This is an optimization exercise on Yosys and OpenROAD, whose aim is small area, a short achievable clock period and few clock cycles per item, not a production implementation. Function was checked by simulation only, so behaviour that the tests miss may differ from the original. Power figures rest on the tool's default switching activity, not on a simulated workload.

$ cat flow/design.v
module kh_addr_decode (
    input  wire        clk,
    input  wire        rst,           
    input  wire        cfg_we,
    input  wire [3:0]  cfg_idx,
    input  wire [63:0] cfg_wdata,
    input  wire        in_valid,
    output reg         in_ready,
    input  wire [51:0] in_addr,
    output reg         out_valid,
    input  wire        out_ready,
    output reg  [6:0]  out_slice,
    output reg  [12:0] out_sf_set,
    output reg  [7:0]  out_hlc_set,
    output reg  [9:0]  out_pred,
    output reg         out_hit,
    output reg  [3:0]  out_region,
    output reg  [3:0]  out_port
);
    function [3:0] mod9_6;
        input [5:0] i;
        begin
            case (i)
                6'd0: mod9_6 = 4'd0;
                6'd1: mod9_6 = 4'd1;
                6'd2: mod9_6 = 4'd2;
                6'd3: mod9_6 = 4'd3;
                6'd4: mod9_6 = 4'd4;
                6'd5: mod9_6 = 4'd5;
                6'd6: mod9_6 = 4'd6;
                6'd7: mod9_6 = 4'd7;
                6'd8: mod9_6 = 4'd8;
                6'd9: mod9_6 = 4'd0;
                6'd10: mod9_6 = 4'd1;
                6'd11: mod9_6 = 4'd2;
                6'd12: mod9_6 = 4'd3;
                6'd13: mod9_6 = 4'd4;
                6'd14: mod9_6 = 4'd5;
                6'd15: mod9_6 = 4'd6;
                6'd16: mod9_6 = 4'd7;
                6'd17: mod9_6 = 4'd8;
                6'd18: mod9_6 = 4'd0;
                6'd19: mod9_6 = 4'd1;
                6'd20: mod9_6 = 4'd2;
                6'd21: mod9_6 = 4'd3;
                6'd22: mod9_6 = 4'd4;
                6'd23: mod9_6 = 4'd5;
                6'd24: mod9_6 = 4'd6;
                6'd25: mod9_6 = 4'd7;
                6'd26: mod9_6 = 4'd8;
                6'd27: mod9_6 = 4'd0;
                6'd28: mod9_6 = 4'd1;
                6'd29: mod9_6 = 4'd2;
                6'd30: mod9_6 = 4'd3;
                6'd31: mod9_6 = 4'd4;
                6'd32: mod9_6 = 4'd5;
                6'd33: mod9_6 = 4'd6;
                6'd34: mod9_6 = 4'd7;
                6'd35: mod9_6 = 4'd8;
                6'd36: mod9_6 = 4'd0;
                6'd37: mod9_6 = 4'd1;
                6'd38: mod9_6 = 4'd2;
                6'd39: mod9_6 = 4'd3;
                6'd40: mod9_6 = 4'd4;
                6'd41: mod9_6 = 4'd5;
                6'd42: mod9_6 = 4'd6;
                6'd43: mod9_6 = 4'd7;
                6'd44: mod9_6 = 4'd8;
                6'd45: mod9_6 = 4'd0;
                6'd46: mod9_6 = 4'd1;
                6'd47: mod9_6 = 4'd2;
                6'd48: mod9_6 = 4'd3;
                6'd49: mod9_6 = 4'd4;
                6'd50: mod9_6 = 4'd5;
                6'd51: mod9_6 = 4'd6;
                6'd52: mod9_6 = 4'd7;
                6'd53: mod9_6 = 4'd8;
                6'd54: mod9_6 = 4'd0;
                6'd55: mod9_6 = 4'd1;
                6'd56: mod9_6 = 4'd2;
                6'd57: mod9_6 = 4'd3;
                6'd58: mod9_6 = 4'd4;
                6'd59: mod9_6 = 4'd5;
                6'd60: mod9_6 = 4'd6;
                6'd61: mod9_6 = 4'd7;
                6'd62: mod9_6 = 4'd8;
                6'd63: mod9_6 = 4'd0;
                default: mod9_6 = 4'd0;
            endcase
        end
    endfunction
    function [2:0] mod7_6;
        input [5:0] i;
        begin
            case (i)
                6'd0: mod7_6 = 3'd0;
                6'd1: mod7_6 = 3'd1;
                6'd2: mod7_6 = 3'd2;
                6'd3: mod7_6 = 3'd3;
                6'd4: mod7_6 = 3'd4;
                6'd5: mod7_6 = 3'd5;
                6'd6: mod7_6 = 3'd6;
                6'd7: mod7_6 = 3'd0;
                6'd8: mod7_6 = 3'd1;
                6'd9: mod7_6 = 3'd2;
                6'd10: mod7_6 = 3'd3;
                6'd11: mod7_6 = 3'd4;
                6'd12: mod7_6 = 3'd5;
                6'd13: mod7_6 = 3'd6;
                6'd14: mod7_6 = 3'd0;
                6'd15: mod7_6 = 3'd1;
                6'd16: mod7_6 = 3'd2;
                6'd17: mod7_6 = 3'd3;
                6'd18: mod7_6 = 3'd4;
                6'd19: mod7_6 = 3'd5;
                6'd20: mod7_6 = 3'd6;
                6'd21: mod7_6 = 3'd0;
                6'd22: mod7_6 = 3'd1;
                6'd23: mod7_6 = 3'd2;
                6'd24: mod7_6 = 3'd3;
                6'd25: mod7_6 = 3'd4;
                6'd26: mod7_6 = 3'd5;
                6'd27: mod7_6 = 3'd6;
                6'd28: mod7_6 = 3'd0;
                6'd29: mod7_6 = 3'd1;
                6'd30: mod7_6 = 3'd2;
                6'd31: mod7_6 = 3'd3;
                6'd32: mod7_6 = 3'd4;
                6'd33: mod7_6 = 3'd5;
                6'd34: mod7_6 = 3'd6;
                6'd35: mod7_6 = 3'd0;
                6'd36: mod7_6 = 3'd1;
                6'd37: mod7_6 = 3'd2;
                6'd38: mod7_6 = 3'd3;
                6'd39: mod7_6 = 3'd4;
                6'd40: mod7_6 = 3'd5;
                6'd41: mod7_6 = 3'd6;
                6'd42: mod7_6 = 3'd0;
                6'd43: mod7_6 = 3'd1;
                6'd44: mod7_6 = 3'd2;
                6'd45: mod7_6 = 3'd3;
                6'd46: mod7_6 = 3'd4;
                6'd47: mod7_6 = 3'd5;
                6'd48: mod7_6 = 3'd6;
                6'd49: mod7_6 = 3'd0;
                6'd50: mod7_6 = 3'd1;
                6'd51: mod7_6 = 3'd2;
                6'd52: mod7_6 = 3'd3;
                6'd53: mod7_6 = 3'd4;
                6'd54: mod7_6 = 3'd5;
                6'd55: mod7_6 = 3'd6;
                6'd56: mod7_6 = 3'd0;
                6'd57: mod7_6 = 3'd1;
                6'd58: mod7_6 = 3'd2;
                6'd59: mod7_6 = 3'd3;
                6'd60: mod7_6 = 3'd4;
                6'd61: mod7_6 = 3'd5;
                6'd62: mod7_6 = 3'd6;
                6'd63: mod7_6 = 3'd0;
                default: mod7_6 = 3'd0;
            endcase
        end
    endfunction
    function [2:0] mod5_4;
        input [3:0] i;
        begin
            case (i)
                4'd0: mod5_4 = 3'd0;
                4'd1: mod5_4 = 3'd1;
                4'd2: mod5_4 = 3'd2;
                4'd3: mod5_4 = 3'd3;
                4'd4: mod5_4 = 3'd4;
                4'd5: mod5_4 = 3'd0;
                4'd6: mod5_4 = 3'd1;
                4'd7: mod5_4 = 3'd2;
                4'd8: mod5_4 = 3'd3;
                4'd9: mod5_4 = 3'd4;
                4'd10: mod5_4 = 3'd0;
                4'd11: mod5_4 = 3'd1;
                4'd12: mod5_4 = 3'd2;
                4'd13: mod5_4 = 3'd3;
                4'd14: mod5_4 = 3'd4;
                4'd15: mod5_4 = 3'd0;
                default: mod5_4 = 3'd0;
            endcase
        end
    endfunction
    function [3:0] mod11_6;
        input [5:0] i;
        begin
            case (i)
                6'd0: mod11_6 = 4'd2;
                6'd1: mod11_6 = 4'd3;
                6'd2: mod11_6 = 4'd4;
                6'd3: mod11_6 = 4'd5;
                6'd4: mod11_6 = 4'd6;
                6'd5: mod11_6 = 4'd7;
                6'd6: mod11_6 = 4'd8;
                6'd7: mod11_6 = 4'd9;
                6'd8: mod11_6 = 4'd10;
                6'd9: mod11_6 = 4'd0;
                6'd10: mod11_6 = 4'd1;
                6'd11: mod11_6 = 4'd2;
                6'd12: mod11_6 = 4'd3;
                6'd13: mod11_6 = 4'd4;
                6'd14: mod11_6 = 4'd5;
                6'd15: mod11_6 = 4'd6;
                6'd16: mod11_6 = 4'd7;
                6'd17: mod11_6 = 4'd8;
                6'd18: mod11_6 = 4'd9;
                6'd19: mod11_6 = 4'd10;
                6'd20: mod11_6 = 4'd0;
                6'd21: mod11_6 = 4'd1;
                6'd22: mod11_6 = 4'd2;
                6'd23: mod11_6 = 4'd3;
                6'd24: mod11_6 = 4'd4;
                6'd25: mod11_6 = 4'd5;
                6'd26: mod11_6 = 4'd6;
                6'd27: mod11_6 = 4'd7;
                6'd28: mod11_6 = 4'd8;
                6'd29: mod11_6 = 4'd9;
                6'd30: mod11_6 = 4'd10;
                6'd31: mod11_6 = 4'd0;
                6'd32: mod11_6 = 4'd1;
                6'd33: mod11_6 = 4'd2;
                6'd34: mod11_6 = 4'd3;
                6'd35: mod11_6 = 4'd4;
                6'd36: mod11_6 = 4'd5;
                6'd37: mod11_6 = 4'd6;
                6'd38: mod11_6 = 4'd7;
                6'd39: mod11_6 = 4'd8;
                6'd40: mod11_6 = 4'd9;
                6'd41: mod11_6 = 4'd10;
                6'd42: mod11_6 = 4'd0;
                6'd43: mod11_6 = 4'd1;
                6'd44: mod11_6 = 4'd2;
                6'd45: mod11_6 = 4'd3;
                6'd46: mod11_6 = 4'd4;
                6'd47: mod11_6 = 4'd5;
                6'd48: mod11_6 = 4'd6;
                6'd49: mod11_6 = 4'd7;
                6'd50: mod11_6 = 4'd8;
                6'd51: mod11_6 = 4'd9;
                6'd52: mod11_6 = 4'd10;
                6'd53: mod11_6 = 4'd0;
                6'd54: mod11_6 = 4'd1;
                6'd55: mod11_6 = 4'd2;
                6'd56: mod11_6 = 4'd3;
                6'd57: mod11_6 = 4'd4;
                6'd58: mod11_6 = 4'd5;
                6'd59: mod11_6 = 4'd6;
                6'd60: mod11_6 = 4'd7;
                6'd61: mod11_6 = 4'd8;
                6'd62: mod11_6 = 4'd9;
                6'd63: mod11_6 = 4'd10;
                default: mod11_6 = 4'd0;
            endcase
        end
    endfunction
    reg [21:0] rgn_nbase [0:15];
    reg [21:0] rgn_limit [0:15];
    reg [11:0] rgn_mask  [0:15];
    reg [1:0]  rgn_gran  [0:15];
    reg [15:0] rgn_ok;
    wire w_ok = cfg_wdata[63] & (|cfg_wdata[55:44]);
    genvar g;
    generate
        for (g = 0; g < 16; g = g + 1) begin : g_rgn
            wire sel = cfg_we && cfg_idx == g;
            always @(posedge clk) begin
                if (sel) begin
                    rgn_nbase[g] <= ~cfg_wdata[21:0];
                    rgn_limit[g] <= cfg_wdata[43:22];
                    rgn_mask[g]  <= cfg_wdata[55:44];
                    rgn_gran[g]  <= cfg_wdata[57:56];
                end
            end
            always @(posedge clk) begin
                if (rst)
                    rgn_ok[g] <= 1'b0;
                else if (sel)
                    rgn_ok[g] <= w_ok;
            end
        end
    endgenerate
    reg [51:6] a_r;
    reg        a_v;
    reg        s_v;
    wire in_fire  = in_valid && in_ready;
    wire out_take = !out_valid || out_ready;
    wire a_used   = a_v && !s_v;
    always @(posedge clk)
        if (in_fire) a_r <= in_addr[51:6];
    wire [51:6] a = a_r;
    wire [6:0] slice_c = a[12:6] ^ a[19:13] ^ a[26:20] ^ a[33:27]
                       ^ a[40:34] ^ a[47:41] ^ {3'b000, a[51:48]};
    wire [12:0] sf_set_c = a[25:13] ^ a[38:26] ^ a[51:39];
    wire [7:0] hlc_set_c = a[20:13] ^ a[28:21] ^ a[36:29] ^ a[44:37]
                         ^ {1'b0, a[51:45]};
    wire [9:0] pred_c = a[15:6] ^ a[25:16] ^ a[35:26] ^ a[45:36]
                      ^ {4'b0000, a[51:46]};
    wire [21:0] gib  = a[51:30];
    wire [21:0] ngib = ~gib;
    wire [15:0] hit_v;
    generate
        for (g = 0; g < 16; g = g + 1) begin : g_cmp
            wire [22:0] cb;    
            wire [22:0] cl;    
            assign cb[0] = 1'b1;
            assign cl[0] = 1'b1;
            genvar i;
            for (i = 0; i < 22; i = i + 1) begin : g_bit
                assign cb[i+1] = (gib[i] & rgn_nbase[g][i]) | (cb[i] & (gib[i] | rgn_nbase[g][i]));
                assign cl[i+1] = (rgn_limit[g][i] & ngib[i]) | (cl[i] & (rgn_limit[g][i] | ngib[i]));
            end
            assign hit_v[g] = rgn_ok[g] & cb[22] & cl[22];
        end
    endgenerate
    wire [15:0] pf1 = hit_v | {hit_v[14:0], 1'b0};
    wire [15:0] pf2 = pf1 | {pf1[13:0], 2'b0};
    wire [15:0] pf4 = pf2 | {pf2[11:0], 4'b0};
    wire [15:0] pf8 = pf4 | {pf4[7:0], 8'b0};
    wire [15:0] first = hit_v & ~{pf8[14:0], 1'b0};
    reg [11:0] mask_s;
    reg [1:0]  gran_s;
    reg [3:0]  region_s;
    integer r;
    always @(*) begin
        mask_s   = 12'd0;
        gran_s   = 2'd0;
        region_s = 4'd0;
        for (r = 0; r < 16; r = r + 1) begin
            mask_s   = mask_s   | (rgn_mask[r] & {12{first[r]}});
            gran_s   = gran_s   | (rgn_gran[r] & {2{first[r]}});
            region_s = region_s | (r[3:0] & {4{first[r]}});
        end
    end
    wire hit_s = pf8[15];
    wire [20:8] ym;
    assign ym[11:8]  = a[11:8]  & {4{gran_s == 2'd0}};
    assign ym[15:12] = a[15:12] & {4{gran_s[1] == 1'b0}};
    assign ym[20:16] = a[20:16] & {5{gran_s != 2'd3}};
    wire f12_s1;
    wire f12_c2;
    wire f12_s3;
    wire f12_c4;
    wire f12_s5;
    wire f12_c6;
    wire f12_s7;
    wire f12_c8;
    wire f12_s9;
    wire f12_c10;
    wire f12_s11;
    wire f12_c12;
    wire f12_s13;
    wire f12_c14;
    wire f12_s15;
    wire f12_c16;
    wire f12_s17;
    wire f12_c18;
    wire f12_s19;
    wire f12_c20;
    wire f12_s21;
    wire f12_c22;
    wire f12_s23;
    wire f12_c24;
    wire f12_s25;
    wire f12_c26;
    wire f12_s27;
    wire f12_c28;
    wire f12_s29;
    wire f12_c30;
    wire f12_s31;
    wire f12_c32;
    wire f12_s33;
    wire f12_c34;
    wire f12_s35;
    wire f12_c36;
    wire f12_s37;
    wire f12_c38;
    wire f12_s39;
    wire f12_c40;
    wire f12_s41;
    wire f12_c42;
    wire f12_s43;
    wire f12_c44;
    wire f12_s45;
    wire f12_c46;
    wire f12_s47;
    wire f12_c48;
    wire f6_s49;
    wire f6_c50;
    wire f6_s51;
    wire f6_c52;
    wire f6_s53;
    wire f6_c54;
    wire f6_s55;
    wire f6_c56;
    wire f6_s57;
    wire f6_c58;
    wire f6_s59;
    wire f6_c60;
    wire f6_s61;
    wire f6_c62;
    wire f6_s63;
    wire f6_c64;
    wire f6_s65;
    wire f6_c66;
    wire f6_s67;
    wire f6_c68;
    wire f6_s69;
    wire f6_c70;
    wire f6_s71;
    wire f6_c72;
    wire [6:0] r6_v73;
    wire r6_hs74;
    wire r6_hc75;
    wire r6_s76;
    wire r6_c77;
    wire r6_hs78;
    wire r6_hc79;
    wire r6_hs80;
    wire r6_hc81;
    wire f4_s82;
    wire f4_c83;
    wire f4_s84;
    wire f4_c85;
    wire f4_s86;
    wire f4_c87;
    wire f4_s88;
    wire f4_c89;
    wire f4_s90;
    wire f4_c91;
    wire f4_s92;
    wire f4_c93;
    wire f4_s94;
    wire f4_c95;
    wire f4_s96;
    wire f4_c97;
    wire f4_s98;
    wire f4_c99;
    wire f4_s100;
    wire f4_c101;
    wire f4_s102;
    wire f4_c103;
    wire f4_s104;
    wire f4_c105;
    wire [4:0] r4_v106;
    wire r4_hs107;
    wire r4_hc108;
    wire r4_s109;
    wire r4_c110;
    wire r4_s111;
    wire r4_c112;
    wire r4_s113;
    wire r4_c114;
    wire f10_s115;
    wire f10_c116;
    wire f10_s117;
    wire f10_c118;
    wire f10_s119;
    wire f10_c120;
    wire f10_s121;
    wire f10_c122;
    wire f10_s123;
    wire f10_c124;
    wire f10_s125;
    wire f10_c126;
    wire f10_s127;
    wire f10_c128;
    wire f10_s129;
    wire f10_c130;
    wire f10_s131;
    wire f10_c132;
    wire f10_s133;
    wire f10_c134;
    wire f10_s135;
    wire f10_c136;
    wire f10_s137;
    wire f10_c138;
    wire f10_s139;
    wire f10_c140;
    wire f10_s141;
    wire f10_c142;
    wire f10_s143;
    wire f10_c144;
    wire f10_s145;
    wire f10_c146;
    wire f10_s147;
    wire f10_c148;
    wire f10_s149;
    wire f10_c150;
    wire f10_s151;
    wire f10_c152;
    wire f10_s153;
    wire f10_c154;
    wire f10_s155;
    wire f10_c156;
    wire f10_s157;
    wire f10_c158;
    wire f10_s159;
    wire f10_c160;
    wire f10_s161;
    wire f10_c162;
    wire f10_s163;
    wire f10_c164;
    wire f10_s165;
    wire f10_c166;
    wire f10_s167;
    wire f10_c168;
    wire f10_s169;
    wire f10_c170;
    wire f10_s171;
    wire f10_c172;
    wire f10_s173;
    wire f10_c174;
    wire [10:0] r10_v175;
    wire r10_hs176;
    wire r10_hc177;
    wire r10_s178;
    wire r10_c179;
    wire r10_hs180;
    wire r10_hc181;
    wire r10_hs182;
    wire r10_hc183;
    wire r10_hs184;
    wire r10_hc185;
    wire r10_hs186;
    wire r10_hc187;
    wire r10_hs188;
    wire r10_hc189;
    wire r10_hs190;
    wire r10_hc191;
    wire r10_s192;
    wire r10_c193;
    wire r10_s194;
    wire r10_c195;
    assign f12_s1 = a[24] ^ a[36] ^ a[48];
    assign f12_c2 = (a[24] & a[36]) | (a[24] & a[48]) | (a[36] & a[48]);
    assign f12_s3 = a[25] ^ a[37] ^ a[49];
    assign f12_c4 = (a[25] & a[37]) | (a[25] & a[49]) | (a[37] & a[49]);
    assign f12_s5 = a[26] ^ a[38] ^ a[50];
    assign f12_c6 = (a[26] & a[38]) | (a[26] & a[50]) | (a[38] & a[50]);
    assign f12_s7 = a[27] ^ a[39] ^ a[51];
    assign f12_c8 = (a[27] & a[39]) | (a[27] & a[51]) | (a[39] & a[51]);
    assign f12_s9 = a[21] ^ a[33] ^ a[45];
    assign f12_c10 = (a[21] & a[33]) | (a[21] & a[45]) | (a[33] & a[45]);
    assign f12_s11 = a[22] ^ a[34] ^ a[46];
    assign f12_c12 = (a[22] & a[34]) | (a[22] & a[46]) | (a[34] & a[46]);
    assign f12_s13 = a[23] ^ a[35] ^ a[47];
    assign f12_c14 = (a[23] & a[35]) | (a[23] & a[47]) | (a[35] & a[47]);
    assign f12_s15 = a[28] ^ a[40] ^ f12_c8;
    assign f12_c16 = (a[28] & a[40]) | (a[28] & f12_c8) | (a[40] & f12_c8);
    assign f12_s17 = a[29] ^ a[41] ^ f12_c16;
    assign f12_c18 = (a[29] & a[41]) | (a[29] & f12_c16) | (a[41] & f12_c16);
    assign f12_s19 = a[30] ^ a[42] ^ f12_c18;
    assign f12_c20 = (a[30] & a[42]) | (a[30] & f12_c18) | (a[42] & f12_c18);
    assign f12_s21 = a[31] ^ a[43] ^ f12_c20;
    assign f12_c22 = (a[31] & a[43]) | (a[31] & f12_c20) | (a[43] & f12_c20);
    assign f12_s23 = a[32] ^ a[44] ^ f12_c22;
    assign f12_c24 = (a[32] & a[44]) | (a[32] & f12_c22) | (a[44] & f12_c22);
    assign f12_s25 = f12_s1 ^ f12_c14 ^ ym[12];
    assign f12_c26 = (f12_s1 & f12_c14) | (f12_s1 & ym[12]) | (f12_c14 & ym[12]);
    assign f12_s27 = f12_c2 ^ f12_s3 ^ ym[13];
    assign f12_c28 = (f12_c2 & f12_s3) | (f12_c2 & ym[13]) | (f12_s3 & ym[13]);
    assign f12_s29 = f12_c4 ^ f12_s5 ^ ym[14];
    assign f12_c30 = (f12_c4 & f12_s5) | (f12_c4 & ym[14]) | (f12_s5 & ym[14]);
    assign f12_s31 = f12_c6 ^ f12_s7 ^ ym[15];
    assign f12_c32 = (f12_c6 & f12_s7) | (f12_c6 & ym[15]) | (f12_s7 & ym[15]);
    assign f12_s33 = f12_s23 ^ ym[8] ^ ym[20];
    assign f12_c34 = (f12_s23 & ym[8]) | (f12_s23 & ym[20]) | (ym[8] & ym[20]);
    assign f12_s35 = f12_s9 ^ f12_c24 ^ ym[9];
    assign f12_c36 = (f12_s9 & f12_c24) | (f12_s9 & ym[9]) | (f12_c24 & ym[9]);
    assign f12_s37 = f12_c10 ^ f12_s11 ^ ym[10];
    assign f12_c38 = (f12_c10 & f12_s11) | (f12_c10 & ym[10]) | (f12_s11 & ym[10]);
    assign f12_s39 = f12_c12 ^ f12_s13 ^ ym[11];
    assign f12_c40 = (f12_c12 & f12_s13) | (f12_c12 & ym[11]) | (f12_s13 & ym[11]);
    assign f12_s41 = f12_s15 ^ ym[16] ^ f12_c32;
    assign f12_c42 = (f12_s15 & ym[16]) | (f12_s15 & f12_c32) | (ym[16] & f12_c32);
    assign f12_s43 = f12_s17 ^ ym[17] ^ f12_c42;
    assign f12_c44 = (f12_s17 & ym[17]) | (f12_s17 & f12_c42) | (ym[17] & f12_c42);
    assign f12_s45 = f12_s19 ^ ym[18] ^ f12_c44;
    assign f12_c46 = (f12_s19 & ym[18]) | (f12_s19 & f12_c44) | (ym[18] & f12_c44);
    assign f12_s47 = f12_s21 ^ ym[19] ^ f12_c46;
    assign f12_c48 = (f12_s21 & ym[19]) | (f12_s21 & f12_c46) | (ym[19] & f12_c46);
    assign f6_s49 = f12_c28 ^ f12_s29 ^ f12_s33;
    assign f6_c50 = (f12_c28 & f12_s29) | (f12_c28 & f12_s33) | (f12_s29 & f12_s33);
    assign f6_s51 = f12_c30 ^ f12_s31 ^ f12_c34;
    assign f6_c52 = (f12_c30 & f12_s31) | (f12_c30 & f12_c34) | (f12_s31 & f12_c34);
    assign f6_s53 = f12_s35 ^ f6_c50 ^ f6_s51;
    assign f6_c54 = (f12_s35 & f6_c50) | (f12_s35 & f6_s51) | (f6_c50 & f6_s51);
    assign f6_s55 = f12_c36 ^ f12_s37 ^ f12_s41;
    assign f6_c56 = (f12_c36 & f12_s37) | (f12_c36 & f12_s41) | (f12_s37 & f12_s41);
    assign f6_s57 = f6_c52 ^ f6_c54 ^ f6_s55;
    assign f6_c58 = (f6_c52 & f6_c54) | (f6_c52 & f6_s55) | (f6_c54 & f6_s55);
    assign f6_s59 = f12_c38 ^ f12_s39 ^ f12_s43;
    assign f6_c60 = (f12_c38 & f12_s39) | (f12_c38 & f12_s43) | (f12_s39 & f12_s43);
    assign f6_s61 = f12_s25 ^ f12_c40 ^ f12_s45;
    assign f6_c62 = (f12_s25 & f12_c40) | (f12_s25 & f12_s45) | (f12_c40 & f12_s45);
    assign f6_s63 = f6_c56 ^ f6_c58 ^ f6_s59;
    assign f6_c64 = (f6_c56 & f6_c58) | (f6_c56 & f6_s59) | (f6_c58 & f6_s59);
    assign f6_s65 = f6_c60 ^ f6_s61 ^ f6_c64;
    assign f6_c66 = (f6_c60 & f6_s61) | (f6_c60 & f6_c64) | (f6_s61 & f6_c64);
    assign f6_s67 = f12_c26 ^ f12_s27 ^ f12_s47;
    assign f6_c68 = (f12_c26 & f12_s27) | (f12_c26 & f12_s47) | (f12_s27 & f12_s47);
    assign f6_s69 = f6_c62 ^ f6_c66 ^ f6_s67;
    assign f6_c70 = (f6_c62 & f6_c66) | (f6_c62 & f6_s67) | (f6_c66 & f6_s67);
    assign f6_s71 = f6_s49 ^ f12_c48 ^ f6_c68;
    assign f6_c72 = (f6_s49 & f12_c48) | (f6_s49 & f6_c68) | (f12_c48 & f6_c68);
    assign r6_v73[0] = f6_s65;
    assign r6_v73[1] = f6_s69;
    assign r6_hs74 = f6_c70 ^ f6_s71;
    assign r6_hc75 = f6_c70 & f6_s71;
    assign r6_v73[2] = r6_hs74;
    assign r6_s76 = f6_s53 ^ f6_c72 ^ r6_hc75;
    assign r6_c77 = (f6_s53 & f6_c72) | (f6_s53 & r6_hc75) | (f6_c72 & r6_hc75);
    assign r6_v73[3] = r6_s76;
    assign r6_hs78 = f6_s57 ^ r6_c77;
    assign r6_hc79 = f6_s57 & r6_c77;
    assign r6_v73[4] = r6_hs78;
    assign r6_hs80 = f6_s63 ^ r6_hc79;
    assign r6_hc81 = f6_s63 & r6_hc79;
    assign r6_v73[5] = r6_hs80;
    assign r6_v73[6] = r6_hc81;
    assign f4_s82 = f12_s25 ^ f12_c40 ^ f12_s33;
    assign f4_c83 = (f12_s25 & f12_c40) | (f12_s25 & f12_s33) | (f12_c40 & f12_s33);
    assign f4_s84 = f12_c26 ^ f12_s27 ^ f12_c34;
    assign f4_c85 = (f12_c26 & f12_s27) | (f12_c26 & f12_c34) | (f12_s27 & f12_c34);
    assign f4_s86 = f12_c28 ^ f12_s29 ^ f12_c36;
    assign f4_c87 = (f12_c28 & f12_s29) | (f12_c28 & f12_c36) | (f12_s29 & f12_c36);
    assign f4_s88 = f12_c30 ^ f12_s31 ^ f12_c38;
    assign f4_c89 = (f12_c30 & f12_s31) | (f12_c30 & f12_c38) | (f12_s31 & f12_c38);
    assign f4_s90 = f12_s41 ^ f4_s82 ^ f4_c89;
    assign f4_c91 = (f12_s41 & f4_s82) | (f12_s41 & f4_c89) | (f4_s82 & f4_c89);
    assign f4_s92 = f12_s35 ^ f4_c83 ^ f4_s84;
    assign f4_c93 = (f12_s35 & f4_c83) | (f12_s35 & f4_s84) | (f4_c83 & f4_s84);
    assign f4_s94 = f12_s37 ^ f4_c85 ^ f4_s86;
    assign f4_c95 = (f12_s37 & f4_c85) | (f12_s37 & f4_s86) | (f4_c85 & f4_s86);
    assign f4_s96 = f12_s39 ^ f4_c87 ^ f4_s88;
    assign f4_c97 = (f12_s39 & f4_c87) | (f12_s39 & f4_s88) | (f4_c87 & f4_s88);
    assign f4_s98 = f12_s43 ^ f4_c91 ^ f4_s92;
    assign f4_c99 = (f12_s43 & f4_c91) | (f12_s43 & f4_s92) | (f4_c91 & f4_s92);
    assign f4_s100 = f4_c93 ^ f4_s94 ^ f12_s45;
    assign f4_c101 = (f4_c93 & f4_s94) | (f4_c93 & f12_s45) | (f4_s94 & f12_s45);
    assign f4_s102 = f4_s90 ^ f4_c97 ^ f12_c48;
    assign f4_c103 = (f4_s90 & f4_c97) | (f4_s90 & f12_c48) | (f4_c97 & f12_c48);
    assign f4_s104 = f4_c95 ^ f4_s96 ^ f12_s47;
    assign f4_c105 = (f4_c95 & f4_s96) | (f4_c95 & f12_s47) | (f4_s96 & f12_s47);
    assign r4_hs107 = f4_s102 ^ f4_c105;
    assign r4_hc108 = f4_s102 & f4_c105;
    assign r4_v106[0] = r4_hs107;
    assign r4_s109 = f4_s98 ^ f4_c103 ^ r4_hc108;
    assign r4_c110 = (f4_s98 & f4_c103) | (f4_s98 & r4_hc108) | (f4_c103 & r4_hc108);
    assign r4_v106[1] = r4_s109;
    assign r4_s111 = f4_c99 ^ f4_s100 ^ r4_c110;
    assign r4_c112 = (f4_c99 & f4_s100) | (f4_c99 & r4_c110) | (f4_s100 & r4_c110);
    assign r4_v106[2] = r4_s111;
    assign r4_s113 = f4_c101 ^ f4_s104 ^ r4_c112;
    assign r4_c114 = (f4_c101 & f4_s104) | (f4_c101 & r4_c112) | (f4_s104 & r4_c112);
    assign r4_v106[3] = r4_s113;
    assign r4_v106[4] = r4_c114;
    assign f10_s115 = a[30] ^ a[40] ^ a[50];
    assign f10_c116 = (a[30] & a[40]) | (a[30] & a[50]) | (a[40] & a[50]);
    assign f10_s117 = a[21] ^ a[31] ^ a[41];
    assign f10_c118 = (a[21] & a[31]) | (a[21] & a[41]) | (a[31] & a[41]);
    assign f10_s119 = a[22] ^ a[32] ^ a[42];
    assign f10_c120 = (a[22] & a[32]) | (a[22] & a[42]) | (a[32] & a[42]);
    assign f10_s121 = a[23] ^ a[33] ^ a[43];
    assign f10_c122 = (a[23] & a[33]) | (a[23] & a[43]) | (a[33] & a[43]);
    assign f10_s123 = a[24] ^ a[34] ^ a[44];
    assign f10_c124 = (a[24] & a[34]) | (a[24] & a[44]) | (a[34] & a[44]);
    assign f10_s125 = a[25] ^ a[35] ^ a[45];
    assign f10_c126 = (a[25] & a[35]) | (a[25] & a[45]) | (a[35] & a[45]);
    assign f10_s127 = a[26] ^ a[36] ^ a[46];
    assign f10_c128 = (a[26] & a[36]) | (a[26] & a[46]) | (a[36] & a[46]);
    assign f10_s129 = a[27] ^ a[37] ^ a[47];
    assign f10_c130 = (a[27] & a[37]) | (a[27] & a[47]) | (a[37] & a[47]);
    assign f10_s131 = a[28] ^ a[38] ^ a[48];
    assign f10_c132 = (a[28] & a[38]) | (a[28] & a[48]) | (a[38] & a[48]);
    assign f10_s133 = a[29] ^ a[39] ^ a[49];
    assign f10_c134 = (a[29] & a[39]) | (a[29] & a[49]) | (a[39] & a[49]);
    assign f10_s135 = a[51] ^ f10_c116 ^ f10_s117;
    assign f10_c136 = (a[51] & f10_c116) | (a[51] & f10_s117) | (f10_c116 & f10_s117);
    assign f10_s137 = f10_c118 ^ f10_s119 ^ f10_c136;
    assign f10_c138 = (f10_c118 & f10_s119) | (f10_c118 & f10_c136) | (f10_s119 & f10_c136);
    assign f10_s139 = f10_c120 ^ f10_s121 ^ f10_c138;
    assign f10_c140 = (f10_c120 & f10_s121) | (f10_c120 & f10_c138) | (f10_s121 & f10_c138);
    assign f10_s141 = f10_c122 ^ f10_s123 ^ f10_c140;
    assign f10_c142 = (f10_c122 & f10_s123) | (f10_c122 & f10_c140) | (f10_s123 & f10_c140);
    assign f10_s143 = f10_c124 ^ f10_s125 ^ f10_c142;
    assign f10_c144 = (f10_c124 & f10_s125) | (f10_c124 & f10_c142) | (f10_s125 & f10_c142);
    assign f10_s145 = f10_c126 ^ f10_s127 ^ f10_c144;
    assign f10_c146 = (f10_c126 & f10_s127) | (f10_c126 & f10_c144) | (f10_s127 & f10_c144);
    assign f10_s147 = f10_c128 ^ f10_s129 ^ f10_c146;
    assign f10_c148 = (f10_c128 & f10_s129) | (f10_c128 & f10_c146) | (f10_s129 & f10_c146);
    assign f10_s149 = f10_c130 ^ f10_s131 ^ f10_c148;
    assign f10_c150 = (f10_c130 & f10_s131) | (f10_c130 & f10_c148) | (f10_s131 & f10_c148);
    assign f10_s151 = f10_c132 ^ f10_s133 ^ f10_c150;
    assign f10_c152 = (f10_c132 & f10_s133) | (f10_c132 & f10_c150) | (f10_s133 & f10_c150);
    assign f10_s153 = f10_s115 ^ f10_c134 ^ ym[10];
    assign f10_c154 = (f10_s115 & f10_c134) | (f10_s115 & ym[10]) | (f10_c134 & ym[10]);
    assign f10_s155 = f10_s149 ^ ym[8] ^ ym[18];
    assign f10_c156 = (f10_s149 & ym[8]) | (f10_s149 & ym[18]) | (ym[8] & ym[18]);
    assign f10_s157 = ym[9] ^ ym[19] ^ f10_s151;
    assign f10_c158 = (ym[9] & ym[19]) | (ym[9] & f10_s151) | (ym[19] & f10_s151);
    assign f10_s159 = ym[20] ^ f10_c152 ^ f10_s153;
    assign f10_c160 = (ym[20] & f10_c152) | (ym[20] & f10_s153) | (f10_c152 & f10_s153);
    assign f10_s161 = f10_s135 ^ ym[11] ^ f10_c154;
    assign f10_c162 = (f10_s135 & ym[11]) | (f10_s135 & f10_c154) | (ym[11] & f10_c154);
    assign f10_s163 = f10_s137 ^ ym[12] ^ f10_c162;
    assign f10_c164 = (f10_s137 & ym[12]) | (f10_s137 & f10_c162) | (ym[12] & f10_c162);
    assign f10_s165 = f10_s139 ^ ym[13] ^ f10_c164;
    assign f10_c166 = (f10_s139 & ym[13]) | (f10_s139 & f10_c164) | (ym[13] & f10_c164);
    assign f10_s167 = f10_s141 ^ ym[14] ^ f10_c166;
    assign f10_c168 = (f10_s141 & ym[14]) | (f10_s141 & f10_c166) | (ym[14] & f10_c166);
    assign f10_s169 = f10_s143 ^ ym[15] ^ f10_c168;
    assign f10_c170 = (f10_s143 & ym[15]) | (f10_s143 & f10_c168) | (ym[15] & f10_c168);
    assign f10_s171 = f10_s145 ^ ym[16] ^ f10_c170;
    assign f10_c172 = (f10_s145 & ym[16]) | (f10_s145 & f10_c170) | (ym[16] & f10_c170);
    assign f10_s173 = f10_s147 ^ ym[17] ^ f10_c172;
    assign f10_c174 = (f10_s147 & ym[17]) | (f10_s147 & f10_c172) | (ym[17] & f10_c172);
    assign r10_hs176 = f10_c158 ^ f10_s159;
    assign r10_hc177 = f10_c158 & f10_s159;
    assign r10_v175[0] = r10_hs176;
    assign r10_s178 = f10_c160 ^ f10_s161 ^ r10_hc177;
    assign r10_c179 = (f10_c160 & f10_s161) | (f10_c160 & r10_hc177) | (f10_s161 & r10_hc177);
    assign r10_v175[1] = r10_s178;
    assign r10_hs180 = f10_s163 ^ r10_c179;
    assign r10_hc181 = f10_s163 & r10_c179;
    assign r10_v175[2] = r10_hs180;
    assign r10_hs182 = f10_s165 ^ r10_hc181;
    assign r10_hc183 = f10_s165 & r10_hc181;
    assign r10_v175[3] = r10_hs182;
    assign r10_hs184 = f10_s167 ^ r10_hc183;
    assign r10_hc185 = f10_s167 & r10_hc183;
    assign r10_v175[4] = r10_hs184;
    assign r10_hs186 = f10_s169 ^ r10_hc185;
    assign r10_hc187 = f10_s169 & r10_hc185;
    assign r10_v175[5] = r10_hs186;
    assign r10_hs188 = f10_s171 ^ r10_hc187;
    assign r10_hc189 = f10_s171 & r10_hc187;
    assign r10_v175[6] = r10_hs188;
    assign r10_hs190 = f10_s173 ^ r10_hc189;
    assign r10_hc191 = f10_s173 & r10_hc189;
    assign r10_v175[7] = r10_hs190;
    assign r10_s192 = f10_s155 ^ f10_c174 ^ r10_hc191;
    assign r10_c193 = (f10_s155 & f10_c174) | (f10_s155 & r10_hc191) | (f10_c174 & r10_hc191);
    assign r10_v175[8] = r10_s192;
    assign r10_s194 = f10_c156 ^ f10_s157 ^ r10_c193;
    assign r10_c195 = (f10_c156 & f10_s157) | (f10_c156 & r10_c193) | (f10_s157 & r10_c193);
    assign r10_v175[9] = r10_s194;
    assign r10_v175[10] = r10_c195;
    wire [5:0] t63   = r6_v73[5:0] + {5'd0, r6_v73[6]};
    wire [3:0] t15   = r4_v106[3:0] + {3'd0, r4_v106[4]};
    wire [9:0] t1023 = r10_v175[9:0] + {9'd0, r10_v175[10]};
    reg  [5:0] u63;
    reg  [3:0] u15;
    reg  [9:0] u1023;
    always @(*) begin
        case (gran_s)    
            2'd0: begin u63 = {t63[1:0], t63[5:2]}; u15 = t15;             u1023 = {t1023[7:0], t1023[9:8]}; end
            2'd1: begin u63 = t63;                  u15 = t15;             u1023 = {t1023[1:0], t1023[9:2]}; end
            2'd2: begin u63 = {t63[3:0], t63[5:4]}; u15 = t15;             u1023 = {t1023[5:0], t1023[9:6]}; end
            default: begin u63 = {t63[2:0], t63[5:3]}; u15 = {t15[0], t15[3:1]}; u1023 = {t1023[0], t1023[9:1]}; end
        endcase
    end
    wire [5:0] d11 = {1'b0, u1023[4:0]} + {1'b0, ~u1023[9:5]};
    wire [3:0] r9  = mod9_6(u63);
    wire [2:0] r7  = mod7_6(u63);
    wire [2:0] r5  = mod5_4(u15);
    wire [3:0] r11 = mod11_6(d11);
    reg  [2:0] r8;
    always @(*) begin
        case (gran_s)
            2'd0:    r8 = a[10:8];
            2'd1:    r8 = a[14:12];
            2'd2:    r8 = a[18:16];
            default: r8 = a[23:21];
        endcase
    end
    wire [1:0] r3 = (r9 >= 4'd6) ? r9 - 4'd6 : (r9 >= 4'd3) ? r9 - 4'd3 : r9;
    wire [1:0] q0 = mask_s[0] + mask_s[1] + mask_s[2];
    wire [1:0] q1 = mask_s[3] + mask_s[4] + mask_s[5];
    wire [1:0] q2 = mask_s[6] + mask_s[7] + mask_s[8];
    wire [1:0] q3 = mask_s[9] + mask_s[10] + mask_s[11];
    wire [2:0] h0 = q0 + q1;
    wire [2:0] h1 = q2 + q3;
    wire [3:0] nports = h0 + h1;
    reg [3:0] k_c;
    always @(*) begin
        case (nports)
            4'd2:    k_c = {3'd0, r8[0]};
            4'd3:    k_c = {2'd0, r3};
            4'd4:    k_c = {2'd0, r8[1:0]};
            4'd5:    k_c = {1'b0, r5};
            4'd6:    k_c = (r8[0] == r3[0]) ? {2'd0, r3} : {2'd0, r3} + 4'd3;
            4'd7:    k_c = {1'b0, r7};
            4'd8:    k_c = {1'b0, r8};
            4'd9:    k_c = r9;
            4'd10:   k_c = (r8[0] == r5[0]) ? {1'b0, r5} : {1'b0, r5} + 4'd5;
            4'd11:   k_c = r11;
            4'd12:   k_c = (r3 == 2'd0) ? ((r8[1:0] == 2'd0) ? 4'd0 : (r8[1:0] == 2'd1) ? 4'd9 :
                                           (r8[1:0] == 2'd2) ? 4'd6 : 4'd3) :
                       (r3 == 2'd1) ? ((r8[1:0] == 2'd0) ? 4'd4 : (r8[1:0] == 2'd1) ? 4'd1 :
                                           (r8[1:0] == 2'd2) ? 4'd10 : 4'd7) :
                                      ((r8[1:0] == 2'd0) ? 4'd8 : (r8[1:0] == 2'd1) ? 4'd5 :
                                           (r8[1:0] == 2'd2) ? 4'd2 : 4'd11);
            default: k_c = 4'd0;
        endcase
    end
    reg [3:0] below_n [0:11];
    integer j;
    always @(*) begin
        below_n[0] = 4'd0;
        for (j = 1; j < 12; j = j + 1)
            below_n[j] = below_n[j-1] + {3'd0, mask_s[j-1]};
    end
    reg [3:0] port_c;
    always @(*) begin
        port_c = 4'd0;
        for (j = 0; j < 12; j = j + 1)
            if (mask_s[j] && below_n[j] == k_c)
                port_c = port_c | j[3:0];
    end
    wire [46:0] res_c = {slice_c, sf_set_c, hlc_set_c, pred_c, hit_s, region_s, port_c};
    reg [46:0] skid;
    wire       s_next = !out_take && (s_v || a_v);
    wire       a_next = in_fire || (a_v && s_v);
    always @(posedge clk) begin
        if (rst) begin
            a_v       <= 1'b0;
            s_v       <= 1'b0;
            out_valid <= 1'b0;
            in_ready  <= 1'b1;
        end else begin
            a_v       <= a_next;
            s_v       <= s_next;
            if (out_take)
                out_valid <= s_v || a_v;
            in_ready  <= !(a_next && s_next);
        end
    end
    always @(posedge clk) begin
        if (!s_v)
            skid <= res_c;
    end
    always @(posedge clk) begin
        if (out_take)
            {out_slice, out_sf_set, out_hlc_set, out_pred, out_hit, out_region, out_port}
                <= s_v ? skid : res_c;
    end
endmodule
$ cat flow/flow/run.sh
#!/bin/bash
# Layout flow: the standard ORFS flow, with these changes:
#  - Yosys's synth skips its generic ABC pass (SYNTH_ARGS=-noabc), so that
#    the adder extraction sees the carry-save trees as written;
#  - the port buffers are sky130_fd_sc_hd__buf_1 cells instead of the
#    delay cells buffer_ports picks on its own.
set -euo pipefail
rm -rf scripts_mod
cp -r "$FLOW_HOME/scripts" scripts_mod
cp flow/abc_area.script scripts_mod/abc_area.script
export SCRIPTS_DIR="$PWD/scripts_mod"
export SYNTH_ARGS="-noabc"
export BUFFER_PORTS_ARGS="-buffer_cell sky130_fd_sc_hd__buf_1"
bash standard.sh > standard.log 2>&1
$ cat flow/flow/abc_area.script
strash
dch -f
map -a
topo
$ cat flow/standard.sh
#!/bin/bash
# synth_recipe.tcl (not shown) runs the flow's synth.tcl, then flattens the netlist and writes it again
# the make line also repeats each setting of config.mk as NAME=value (left out here)
make -C /OpenROAD-flow-scripts/flow DESIGN_CONFIG=/design/flow/config.mk WORK_HOME=/design/flow/orfs CLKGATE_MAP_FILE= SYNTH_SCRIPT=/design/flow/synth_recipe.tcl "${@:-finish}"
$ cat flow/config.mk
export PLATFORM = sky130hd
export DESIGN_NAME = kh_addr_decode
export DESIGN_NICKNAME = kh_addr_decode
export VERILOG_FILES = /design/flow/design.v
export SDC_FILE = /design/flow/constraint.sdc
export NUM_CORES = 4
export LEC_CHECK = 0
export ABC_AREA = 1
export CAP_MARGIN = 35
export CORE_MARGIN = 2
export CORE_UTILIZATION = 60
export CTS_BUF_LIST = sky130_fd_sc_hd__clkbuf_8
export CTS_CLUSTER_DIAMETER = 80
export CTS_CLUSTER_SIZE = 16
export SLEW_MARGIN = 35
$ cat flow/constraint.sdc
create_clock -name core_clock -period 105.0 [get_ports {clk}]
set_input_delay 21.0000 -clock core_clock [delete_from_list [all_inputs] [get_ports {clk}]]
set_output_delay 21.0000 -clock core_clock [all_outputs]
set_load 0.01 [all_outputs]
==> results of run 1 <==
## area by class of cell
type / instances / area, um^2 / share of cell area [%]
tap: 1050 / 1310 / 2.53
clock inverter: 41 / 215 / 0.415
sequential: 1088 / 32000 / 61.7
timing repair buffer: 246 / 1320 / 2.55
inverter: 160 / 601 / 1.16
antenna: 4 / 10.0 / 0.0193
multi-input combinational: 2272 / 15300 / 29.6
clock buffer: 79 / 1090 / 2.10
## through the flow
step	utilization, %	setup slack (ps)	cells	instance area [um^2]	hold WS (ps)
2_1_floorplan	-	80800	3520	47800	431
3_3_place_gp	64.0	81800	4811	50400	441
3_5_place_dp	64.0	81730	4811	50500	457
4_1_cts	65.6	82510	4931	51800	483
5_1_grt	65.8	82260	4939	51900	503
6_report	65.8	82450	4940	51900	481
## cells in the mapped netlist (7+ instances only)
library cell,count,area share [%]
nand3_1,62,0.65
a21oi_1,187,2.0
edfxtp_1,1021,64
nand2_1,373,2.9
o211ai_1,15,0.24
fa_1,95,4.0
a211oi_1,9,0.14
a221o_2,7,0.16
nor4_1,9,0.12
maj3_1,15,0.31
o221ai_1,70,1.3
o2111ai_1,7,0.13
xor2_1,82,1.5
clkinv_1,160,1.3
or2_2,9,0.12
o21ai_0,202,2.1
dfxtp_1,67,2.8
nor3_1,21,0.22
xnor2_1,89,1.6
a22oi_1,150,2.4
o22ai_1,255,3.3
a221oi_1,194,3.6
nand4_1,20,0.26
ha_1,58,1.5
nor2_1,283,2.2
a31oi_1,12,0.16
## worst max-delay path by stage
stage	start	endpoint
floorplan	cfg_idx[1]	rgn_ok[10]
global placement	cfg_idx[0]	rgn_mask[3][7]
detailed placement	cfg_idx[0]	rgn_ok[3]
CTS	cfg_idx[1]	rgn_nbase[8][17]
global route	cfg_idx[0]	rgn_ok[3]
finish	cfg_we	rgn_ok[3]
## per-layer routing
metal  vias up  share of wire, %
met3       178               6.8
met5         -             0.013
met1     16400                40
met4         2               2.2
li1      14600                 -
met2      1302                51
## worst max-delay path: stages
cell	delay, ps
buf_1	170
nand3_1	370
nor2_4	720
buf_4	590
o21ai_0	160
a21oi_1	140
## report_power, final
group          switching [uW]  internal (uW)
clock network             131           71.1
registers                7.37            493
logic                     577            288
## cells in the final DEF (no fill, tap or decap), drive strengths merged, types with 3 or more instances in the layout
cell and instances:
edfxtp 1021, nand2 373, nor2 283, o22ai 255
buf 243, o21ai 202, a221oi 194, a21oi 187
clkinv 160, a22oi 150, fa 95, xnor2 89
xor2 82, clkbuf 82, o221ai 70, dfxtp 67
nand3 62, ha 58, inv 39, nor3 21
nand4 20, o211ai 15, maj3 15, a31oi 12
or2 9, a211oi 9, nor4 9, a221o 7
o2111ai 7, o21a 6, a41oi 6, a2bb2oi 5
and2 5, diode 4, o311ai 4, a22o 4
o31ai 3, a2111oi 3
## logic make-up (layout without fill, tap and decap cells)
group | count (synthesis) | in the layout | synth area share (%)
AO/OA/AOI/OAI | 1147 | 1147 | 16.2
adder cells (fa/ha/maj) | 168 | 168 | 5.81
buffers and inverters | 160 | 526 | 1.26
XOR/XNOR | 171 | 171 | 3.13
AND/OR/NAND/NOR | 786 | 786 | 6.66
flip-flops | 1088 | 1088 | 67.0
other | 0 | 4 | 0
## sequential cells by signal, summed over array words and instances (netlist names), 4 cells and up
signal and cells:
out_port 4, rgn_mask 192, out_pred 10, rgn_gran 32, rgn_ok 16, a_r 46, out_sf_set 13, rgn_limit 352
out_region 4, rgn_nbase 352, out_hlc_set 8, skid 47, out_slice 7
==> summary.txt, run 1 <==
Routing
  – Avg Vias per Cell: 6.57
  – Initial DRC Count: 3,099
  – Total number of vias: 32,500
  – 1st-pass router iterations: 6
  – Routed WL per cell: 24.3 um
  – Drt drc: 0
  – Final wirelength: 120 mm
  – Post-DRT Antenna Nets: 0

Critical path
  – CP Class: in -> reg
  – Worst Setup Start Kind: primary input
  – Path depth of the worst reg2reg path: 84
  – Setup crit end kind: flip-flop
  – Worst R2R Start: a_r[30]
  – CP Max Fanout: 38
  – Reg-to-reg critical path endpoint: out_port[0]
  – Worst EP required: 105,660 ps
  – Worst R2R Setup Slack: 84,610 ps
  – Worst Path Arrival: 23,210 ps

Clock tree
  – Post-cts hold buffer count: 0
  – Clock root buffer: clkbuf_8
  – CTS max path bufs: 3
  – CTS Buf Count: 78
  – Post-CTS setup buffers: 0
  – Clk latency of the worst-skew pair: 740 ps
  – Post-CTS Resized: 0
  – Clk pin slew, worst setup/hold paths: 100 ps
  – CTS tree: yes
  – # clock sinks: 1,088
  – H-tree depth: 3

STA
  – Endpoints failing setup: 0
  – Clk_skew: 57.0 ps
  – Worst slew margin: 37.6%
  – FMAX: 44.3 MHz
  – Final Hold Viols: 0
  – RSZ-0062 raised after global routing: false
  – Worst slew pin tran: 936 ps
  – Post-route clock period utilization: 21.5%
  – TNS Setup: 0 ps
  – Crit path time final: 22,550 ps
  – Slew Limit Fails: 0

Logic synthesis
  – Seq cells post-synth: 1,088
  – Post-synthesis area per instance: 13.6 um^2
  – Distinct cells, synth: 43
  – Syn nets: 3,798
  – Yosys warns: 6
  – Post-synth EDFFs: 1,021
  – Mapped Area: 47,800 um^2
  – Register area share after synthesis: 67.0%
  – Asr flop ratio synth: 0%
  – Main synth FF type: edfxtp_1
  – Mapped Cells: 3,520

Floorplanning
  – Die width: 286 um
  – # IOs: 174
  – Die ar.: 81,900 um^2
  – Die Ht: 286 um
  – Std cell rows: 103
  – CORE AREA: 78,900 um^2
  – Initial core utilization: 60.6%

GRT
  – Met2 Track Usage GR: 50.9%
  – Busiest grt layer: met2
  – Met1 usage: 39.1%
  – Gr usage total: 29.1%
  – Vias in the first global route: 32,000
  – Initial antenna violation count: 5
  – Met3 Use GR: 3.74%
  – First-pass GRT wire length: 183 mm
  – Largest net degree at the start of global routing: 79
  – Gr ovfl total: 0

Outcome
  – Outcome: complete, no violations

Hold path
  – Cells on Worst Hold Path: 2
  – Hold WC Path Type: reg -> reg
  – Hold wc startpoint: skid[11]
  – Worst hold endpoint: skid[11]

Pwr
  – Leakage power: 0.0168 uW
  – Cell area power density: 30.2 nW/um^2
  – Total Power: 1570 uW
  – VDD IR max: 0.0678 mV

Final layout
  – Share of cells above drive strength 1: 6.07%
  – FILL cells: 5,810
  – Layout area overhead: 8.61%
  – Total Nets Final: 4,124

Placement
  – Dpl hpwl: 77.9 mm
  – IO Port Bufs: 162
  – Gpl congestion: 0.890

Run
  – Max Cap Viol: 0
Testbench counts, summed over its fixed seeds: cycles 16,016, items 16,000.
==> inputs of run 2 (changes only) <==
--- a/flow/config.mk
+++ b/flow/config.mk
@@ -6,10 +6,10 @@
 export NUM_CORES = 4
 export LEC_CHECK = 0
 export ABC_AREA = 1
-export CAP_MARGIN = 35
+export CAP_MARGIN = 50
 export CORE_MARGIN = 2
 export CORE_UTILIZATION = 60
-export CTS_BUF_LIST = sky130_fd_sc_hd__clkbuf_8
+export CTS_BUF_LIST = sky130_fd_sc_hd__clkbuf_4 sky130_fd_sc_hd__clkbuf_8
 export CTS_CLUSTER_DIAMETER = 80
 export CTS_CLUSTER_SIZE = 16
-export SLEW_MARGIN = 35
+export SLEW_MARGIN = 50
==> summary.txt, run 2 <==
Logic synthesis
  – Distinct cells, synth: 43 (unchanged)
  – Mapped Cells: 3,520 (unchanged)
  – Register area share after synthesis: 67.0% (unchanged)
  – Post-synthesis area per instance: 13.6 um^2 (unchanged)
  – Post-synth top area share: 64.2% (unchanged)
  – Top-count cell post-synth: edfxtp_1 (unchanged)
  – Asr flop ratio synth: 0% (unchanged)
  – Main synth FF type: edfxtp_1 (unchanged)
  – Syn nets: 3,798 (unchanged)
  – Synth area leader: edfxtp_1 (unchanged)
  – Yosys warns: 6 (unchanged)
  – Seq cells post-synth: 1,088 (unchanged)
  – Synth top area cells: edfxtp_1, fa_1, a221oi_1 (unchanged)
  – Mapped Area: 47,800 um^2 (unchanged)
  – Post-synth top cells: edfxtp_1, nand2_1, nor2_1, o22ai_1, o21ai_0 (unchanged)
  – Post-synth EDFFs: 1,021 (unchanged)

Hold path
  – Hold wc startpoint: skid[11] (unchanged)
  – Worst hold endpoint: skid[11] (unchanged)
  – Hold WC Path Type: reg -> reg (unchanged)
  – Cells on Worst Hold Path: 2 (unchanged)

Routing
  – Post-DRT Antenna Nets: 0 (unchanged)
  – Initial DRC Count: 3,184 (was 3,099)
  – Avg Vias per Cell: 6.54 (was 6.57)
  – Final wirelength: 120 mm (about the same)
  – Total number of vias: 32,300 (was 32,500)
  – 1st-pass router iterations: 6 (unchanged)
  – Routed WL per cell: 24.3 um (about the same)
  – Drt drc: 0 (unchanged)

Critical path
  – Worst EP required: 84,000 ps (was 105,660 ps)
  – CP Max Fanout: 1 (was 38)
  – Worst Setup Start Kind: flip-flop (was primary input)
  – Worst R2R Start: a_r[30] (unchanged)
  – CP Class: reg -> out (was in -> reg)
  – Buf+Inv Stages, Crit Path: 1 (was 2)
  – Path depth of the worst reg2reg path: 89 (was 84)
  – Largest delay contributor family on the critical path: flip-flops (was simple AND/OR/NAND/NOR gates)
  – Setup crit end kind: primary output (was flip-flop)
  – Reg-to-reg critical path endpoint: out_port[0] (unchanged)
  – Worst Path Arrival: 1300 ps (was 23,210 ps)
  – Critical path cell sequence: buf_1 (was buf_1, nand3_1, nor2_4, buf_4, o21ai_0, a21oi_1)
  – CP max stage cell: edfxtp_1 (was nor2_4)
  – Worst R2R Setup Slack: 84,950 ps (was 84,610 ps)
  – CP max stage delay: 430 ps (was 720 ps)

Outcome
  – Outcome: complete, no violations (unchanged)

Final layout
  – Total Nets Final: 4,129 (was 4,124)
  – Commonest non-fill, non-tap cell in the layout: edfxtp_1 (unchanged)
  – Most frequent cells in the layout: edfxtp_1, nand2_1, nor2_1 (unchanged)
  – Design area: 52,100 um^2 (was 51,900 um^2)
  – Share of cells above drive strength 1: 7.48% (was 6.07%)
  – Top Registers: rgn_limit: 352 flops, rgn_nbase: 352 flops, rgn_mask: 192 flops (unchanged)
  – Layout area overhead: 9.11% (was 8.61%)

GRT
  – Gr ovfl total: 0 (unchanged)
  – Met3 Use GR: 3.82% (was 3.74%)
  – Busiest grt layer: met2 (unchanged)
  – Met2 Track Usage GR: 50.7% (was 50.9%)
  – Largest net degree at the start of global routing: 79 (unchanged)
  – Gr usage total: 29.1% (about the same)
  – Initial antenna violation count: 4 (was 5)
  – Met1 usage: 39.0% (was 39.1%)
  – First-pass GRT wire length: 183 mm (about the same)
  – Vias in the first global route: 32,100 (was 32,000)

STA
  – Crit path time final: 22,300 ps (was 22,550 ps)
  – Worst slew margin: 51.8% (was 37.6%)
  – Clk_skew: 50.6 ps (was 57.0 ps)
  – Slew Limit Fails: 0 (unchanged)
  – RSZ-0062 raised after global routing: false (unchanged)
  – Endpoints failing setup: 0 (unchanged)
  – Worst slew pin tran: 715 ps (was 936 ps)
  – Hold slack: 476 ps (was 481 ps)
  – TNS Setup: 0 ps (unchanged)
  – FMAX: 44.8 MHz (was 44.3 MHz)
  – Post-route clock period utilization: 21.2% (was 21.5%)
  – Final Hold Viols: 0 (unchanged)

Clock tree
  – CTS tree: yes (unchanged)
  – Post-CTS Resized: 0 (unchanged)
  – CTS Buf Count: 78 (unchanged)
  – H-tree depth: 3 (unchanged)
  – Clock root buffer: clkbuf_8 (unchanged)
  – Clk latency of the worst-skew pair: 730 ps (was 740 ps)
  – CTS max path bufs: 3 (unchanged)
  – Post-cts hold buffer count: 0 (unchanged)
  – Post-CTS setup buffers: 0 (unchanged)
  – Clk pin slew, worst setup/hold paths: 100 ps (about the same)
  – # clock sinks: 1,088 (unchanged)

Floorplanning
  – Initial core utilization: 60.6% (unchanged)
  – Die ar.: 81,900 um^2 (unchanged)
  – # IOs: 174 (unchanged)
  – Std cell rows: 103 (unchanged)
  – Die width: 286 um (unchanged)
  – CORE AREA: 78,900 um^2 (unchanged)
  – Die Ht: 286 um (unchanged)

Pwr
  – Sequential power share: 31.5% (was 31.9%)
  – Net Sw Power: 720 uW (was 715 uW)
  – Clock share of power: 13.6% (was 12.9%)
  – Cell area power density: 30.4 nW/um^2 (was 30.2 nW/um^2)
  – VDD IR max: 0.0586 mV (was 0.0678 mV)
  – Pint: 867 uW (was 852 uW)
  – Leakage power: 0.0169 uW (was 0.0168 uW)
  – Combinational power share: 54.9% (was 55.2%)
  – Sw frac: 45.4% (was 45.7%)

Placement
  – Gpl congestion: 0.890 (unchanged)
  – Placed Area: 50,600 um^2 (was 50,500 um^2)
  – Dpl hpwl: 78.1 mm (was 77.9 mm)
  – IO Port Bufs: 162 (unchanged)

Run
  – Max Cap Viol: 0 (unchanged)
[run 2: layout make-up]
cell class	count	area [um^2]
repair buffers	251	1400
flip-flops and latches	1088	32000
clock inverters	9	118
multi-input cells	2272	15400
clock buffers	111	1330
inverters	160	603
fillers	5722	26700
well taps	1050	1310
diodes	4	10.0
[run 2: through the flow]
stage / total power (uW) / utilization, % / worst slack, ps / instances
after floorplan: 1140 / - / 80800 / 3520
after global placement: 1330 / 64.0 / 81800 / 4811
after detailed placement: 1360 / 64.1 / 81740 / 4816
after CTS: 1570 / 66.0 / 82500 / 4936
after global routing: 1710 / 66.1 / 82660 / 4943
final: 1590 / 66.1 / 82700 / 4945
[run 2: kinds of logic (layout without fill, tap and decap cells)]
logic type      after synthesis  count (layout)  share of synthesized area, %
buf+inv                     160             531                          1.26
simple gates                786             786                          6.66
fa+ha+maj                   168             168                          5.81
flops                      1088            1088                          67.0
other cells                   0               4                             0
compound gates             1147            1147                          16.2
xor+xnor                    171             171                          3.13
[run 2: power groups by stage]
stage,registers (uW),clock network (uW),logic (uW)
floorplan,514,0,623
global placement,510,0,816
detailed placement,510,0,845
CTS,500,218,850
global route,502,234,972
finish,500,216,871
[run 2: worst max-delay path by stage]
| stage | start | to | cells past startpoint |
|---|---|---|---|
| 2_1_floorplan | cfg_idx[1] | rgn_ok[10] | 6 |
| 3_3_place_gp | cfg_idx[0] | rgn_mask[3][7] | 4 |
| 3_5_place_dp | cfg_idx[0] | rgn_mask[5][5] | 4 |
| 4_1_cts | cfg_idx[0] | rgn_ok[5] | 6 |
| 5_1_grt | out_hlc_set[6] | out_hlc_set[6] | 1 |
| 6_report | out_hlc_set[6] | out_hlc_set[6] | 1 |
[run 2: per-layer routing]
metal / share of wire, % / wire [um]
met1: 40 / 48500
met2: 51 / 60900
met3: 6.5 / 7750
met4: 2.4 / 2860
met5: 0 / 0
==> inputs of run 3 (changes only) <==
--- a/flow/config.mk
+++ b/flow/config.mk
@@ -9,7 +9,8 @@
 export CAP_MARGIN = 50
 export CORE_MARGIN = 2
 export CORE_UTILIZATION = 60
-export CTS_BUF_LIST = sky130_fd_sc_hd__clkbuf_4 sky130_fd_sc_hd__clkbuf_8
+export CTS_BUF_LIST = sky130_fd_sc_hd__clkbuf_8
 export CTS_CLUSTER_DIAMETER = 80
 export CTS_CLUSTER_SIZE = 16
+export GPL_TIMING_DRIVEN = 0
 export SLEW_MARGIN = 50
==> summary.txt, run 3 <==
Critical path
  – CP max stage delay: 440 ps (was 430 ps)
  – CP Max Fanout: 1 (unchanged)
  – Reg-to-reg critical path endpoint: out_port[0] (unchanged)
  – Critical Path Start: out_hlc_set[6] (unchanged)
  – Setup crit end kind: primary output (unchanged)
  – Largest delay contributor family on the critical path: flip-flops (unchanged)
  – CP max stage cell: edfxtp_1 (unchanged)
  – Worst EP required: 84,000 ps (about the same)
  – Worst R2R Start: a_r[31] (was a_r[30])
  – Worst Setup Start Kind: flip-flop (unchanged)
  – Critical path cell sequence: buf_1 (unchanged)
  – Path depth of the worst reg2reg path: 82 (was 89)
  – Worst R2R Setup Slack: 84,880 ps (was 84,950 ps)
  – Levels on crit path: 1 (unchanged)
  – CP Class: reg -> out (unchanged)
  – Buf+Inv Stages, Crit Path: 1 (unchanged)
  – Worst Path Arrival: 1320 ps (was 1300 ps)

Routing
  – 1st-pass router iterations: 7 (was 6)
  – Drt drc: 0 (unchanged)
  – Total number of vias: 32,800 (was 32,300)
  – Routed WL per cell: 24.3 um (about the same)
  – Initial DRC Count: 2,924 (was 3,184)
  – Post-DRT Antenna Nets: 0 (unchanged)
  – Avg Vias per Cell: 6.55 (was 6.54)
  – Final wirelength: 122 mm (was 120 mm)

Clock tree
  – Post-CTS setup buffers: 0 (unchanged)
  – Post-cts hold buffer count: 0 (unchanged)
  – CTS tree: yes (unchanged)
  – CTS Buf Count: 79 (was 78)
  – Clock root buffer: clkbuf_8 (unchanged)
  – # clock sinks: 1,088 (unchanged)
  – Clk pin slew, worst setup/hold paths: 110 ps (was 100 ps)
  – Post-CTS Resized: 0 (unchanged)
  – H-tree depth: 3 (unchanged)
  – CTS max path bufs: 3 (unchanged)
  – Clk latency of the worst-skew pair: 750 ps (was 730 ps)

Hold path
  – Hold WC Path Type: reg -> reg (unchanged)
  – Worst hold endpoint: skid[35] (was skid[11])
  – Hold wc startpoint: skid[35] (was skid[11])
  – Cells on Worst Hold Path: 2 (unchanged)

Outcome
  – Outcome: complete, no violations (unchanged)

Pwr
  – Leakage power: 0.0175 uW (was 0.0169 uW)
  – Cell area power density: 29.7 nW/um^2 (was 30.4 nW/um^2)
  – VDD IR max: 0.0678 mV (was 0.0586 mV)

GRT
  – Largest net degree at the start of global routing: 55 (was 79)
  – Gr ovfl total: 0 (unchanged)
  – Met2 Track Usage GR: 51.2% (was 50.7%)
  – Met3 Use GR: 3.50% (was 3.82%)
  – First-pass GRT wire length: 185 mm (was 183 mm)
  – Met1 usage: 39.3% (was 39.0%)
  – Initial antenna violation count: 1 (was 4)
  – Gr usage total: 29.5% (was 29.1%)
  – Busiest grt layer: met2 (unchanged)
  – Vias in the first global route: 32,400 (was 32,100)

Final layout
  – Commonest non-fill, non-tap cell in the layout: edfxtp_1 (unchanged)
  – Utilization after layout: 67.3% (was 66.1%)
  – FILL cells: 5,604 (was 5,722)
  – Most frequent cells in the layout: edfxtp_1, nand2_1, nor2_1 (unchanged)
  – Total Nets Final: 4,194 (was 4,129)
  – Share of cells above drive strength 1: 9.14% (was 7.48%)
  – Design area: 53,100 um^2 (was 52,100 um^2)
  – Top Registers: rgn_limit: 352 flops, rgn_nbase: 352 flops, rgn_mask: 192 flops (unchanged)
  – Layout area overhead: 11.2% (was 9.11%)
  – Fin cells: 5,013 (was 4,945)

STA
  – FMAX: 44.8 MHz (about the same)
  – RSZ-0062 raised after global routing: false (unchanged)
  – Clk_skew: 57.5 ps (was 50.6 ps)
  – Crit path time final: 22,320 ps (was 22,300 ps)
  – Post-route clock period utilization: 21.3% (was 21.2%)
  – Worst slew pin tran: 799 ps (was 715 ps)
  – Worst slew margin: 46.1% (was 51.8%)
  – Final Hold Viols: 0 (unchanged)
  – Final WS setup: 82,680 ps (was 82,700 ps)
  – Slew Limit Fails: 0 (unchanged)
  – TNS Setup: 0 ps (unchanged)
  – Endpoints failing setup: 0 (unchanged)

Logic synthesis
  – Post-synth top area share: 64.2% (unchanged)
  – Top-count cell post-synth: edfxtp_1 (unchanged)
  – Yosys warns: 6 (unchanged)
  – Synth top area cells: edfxtp_1, fa_1, a221oi_1 (unchanged)
  – Register area share after synthesis: 67.0% (unchanged)
  – Asr flop ratio synth: 0% (unchanged)
  – Synth area leader: edfxtp_1 (unchanged)
  – Distinct cells, synth: 43 (unchanged)
  – Mapped Cells: 3,520 (unchanged)
  – Post-synthesis area per instance: 13.6 um^2 (unchanged)
  – Syn nets: 3,798 (unchanged)
  – Seq cells post-synth: 1,088 (unchanged)
  – Post-synth EDFFs: 1,021 (unchanged)
  – Mapped Area: 47,800 um^2 (unchanged)
  – Main synth FF type: edfxtp_1 (unchanged)
  – Post-synth top cells: edfxtp_1, nand2_1, nor2_1, o22ai_1, o21ai_0 (unchanged)

Floorplanning
  – Die Ht: 286 um (unchanged)
  – # IOs: 174 (unchanged)
  – Die ar.: 81,900 um^2 (unchanged)
  – Die width: 286 um (unchanged)
  – Std cell rows: 103 (unchanged)
  – Initial core utilization: 60.6% (unchanged)
  – CORE AREA: 78,900 um^2 (unchanged)

Placement
  – IO Port Bufs: 162 (unchanged)
  – Setup WS pre-CTS: 82,020 ps (was 81,740 ps)
  – Placed Cells: 4,885 (was 4,816)
  – Gpl congestion: 0.882 (was 0.890)
  – Dpl hpwl: 86.1 mm (was 78.1 mm)
  – Placed Area: 51,700 um^2 (was 50,600 um^2)

Run
  – Max Cap Viol: 0 (unchanged)
-- run 3: cell counts after synthesis --
Identical to the previous run, type by type.
-- run 3: stage by stage --
stage | total power [uW] | hold WS [ps]
final | 1580 | 474
after global routing | 1700 | 502
after CTS | 1570 | 477
after detailed placement | 1370 | 454
after global placement | 1330 | 440
after floorplan | 1140 | 431
-- run 3: where the power goes --
part / internal (uW) / switching (uW) / leakage [uW]
Combinational: 288 / 585 / 0.00680
Clock: 71.9 / 134 / 0.000822
Sequential: 493 / 8.65 / 0.00989
Total: 853 / 727 / 0.0175
-- run 3: cell type report --
type | instances | area [um^2] | share of cell area [%]
Timing Repair Buffer | 315 | 2390 | 4.50
Sequential cell | 1088 | 32000 | 60.3
Clock inverter | 48 | 262 | 0.492
Inverter | 160 | 659 | 1.24
Antenna cell | 1 | 2.50 | 0.00471
Clock buffer | 79 | 1090 | 2.05
Tap cell | 1050 | 1310 | 2.47
Multi-Input combinational cell | 2272 | 15400 | 29.0
-- run 3: routing by layer --
metal / part of all wire (%) / routed length, um
met4: 2.7 / 3280
met1: 40 / 49200
met3: 6.2 / 7520
met2: 51 / 61900
met5: 0 / 0
-- run 3: worst max path at each step --
stage,to,slack (ps)
after floorplan,rgn_ok[10],80800
after global routing,out_hlc_set[6],82650
after detailed placement,rgn_limit[4][19],82020
after CTS,out_hlc_set[6],82630
final,out_hlc_set[6],82680
after global placement,rgn_ok[6],78670
-- run 3: cell families (layout without fill, tap and decap cells) --
kind of cell | after synthesis | count (layout) | synth area share, %
adder cells (fa/ha/maj) | 168 | 168 | 5.81
flip-flops | 1088 | 1088 | 67.0
buffers and inverters | 160 | 602 | 1.26
other | 0 | 1 | 0
XOR/XNOR | 171 | 171 | 3.13
AO/OA/AOI/OAI | 1147 | 1147 | 16.2
AND/OR/NAND/NOR | 786 | 786 | 6.66

-- static timing again, ports no longer ideal --
In the flow no input, the clock included, has a driving cell. The finished layouts below were timed again as built, in two steps. Step 1, drivers: a clkbuf_16 drives clk and a buf_2 each remaining input, both assumed. Step 2 times the ports against the registers' clock, not the clock port: input delays grow and output delays shrink by t, the midpoint of the rising clock arrivals with the driver on. Slacks: ideal / step 1 / step 2; pairs: ideal / step 1.
run | t, ns | setup WS [ns] | hold slack, ns
run 1 | 0.772 | 82.448 / 82.486 / 81.714 | 0.481 / 0.481 / 0.481
run 2 | 0.766 | 82.703 / 82.639 / 82.042 | 0.476 / 0.476 / 0.476
run 3 | 0.788 | 82.681 / 82.610 / 82.027 | 0.474 / 0.474 / 0.474
After both steps setup and hold are still met in every run listed. The setup slack of run 1, which loses most, moves by +0.038 ns with the drivers and by -0.734 ns with both steps.
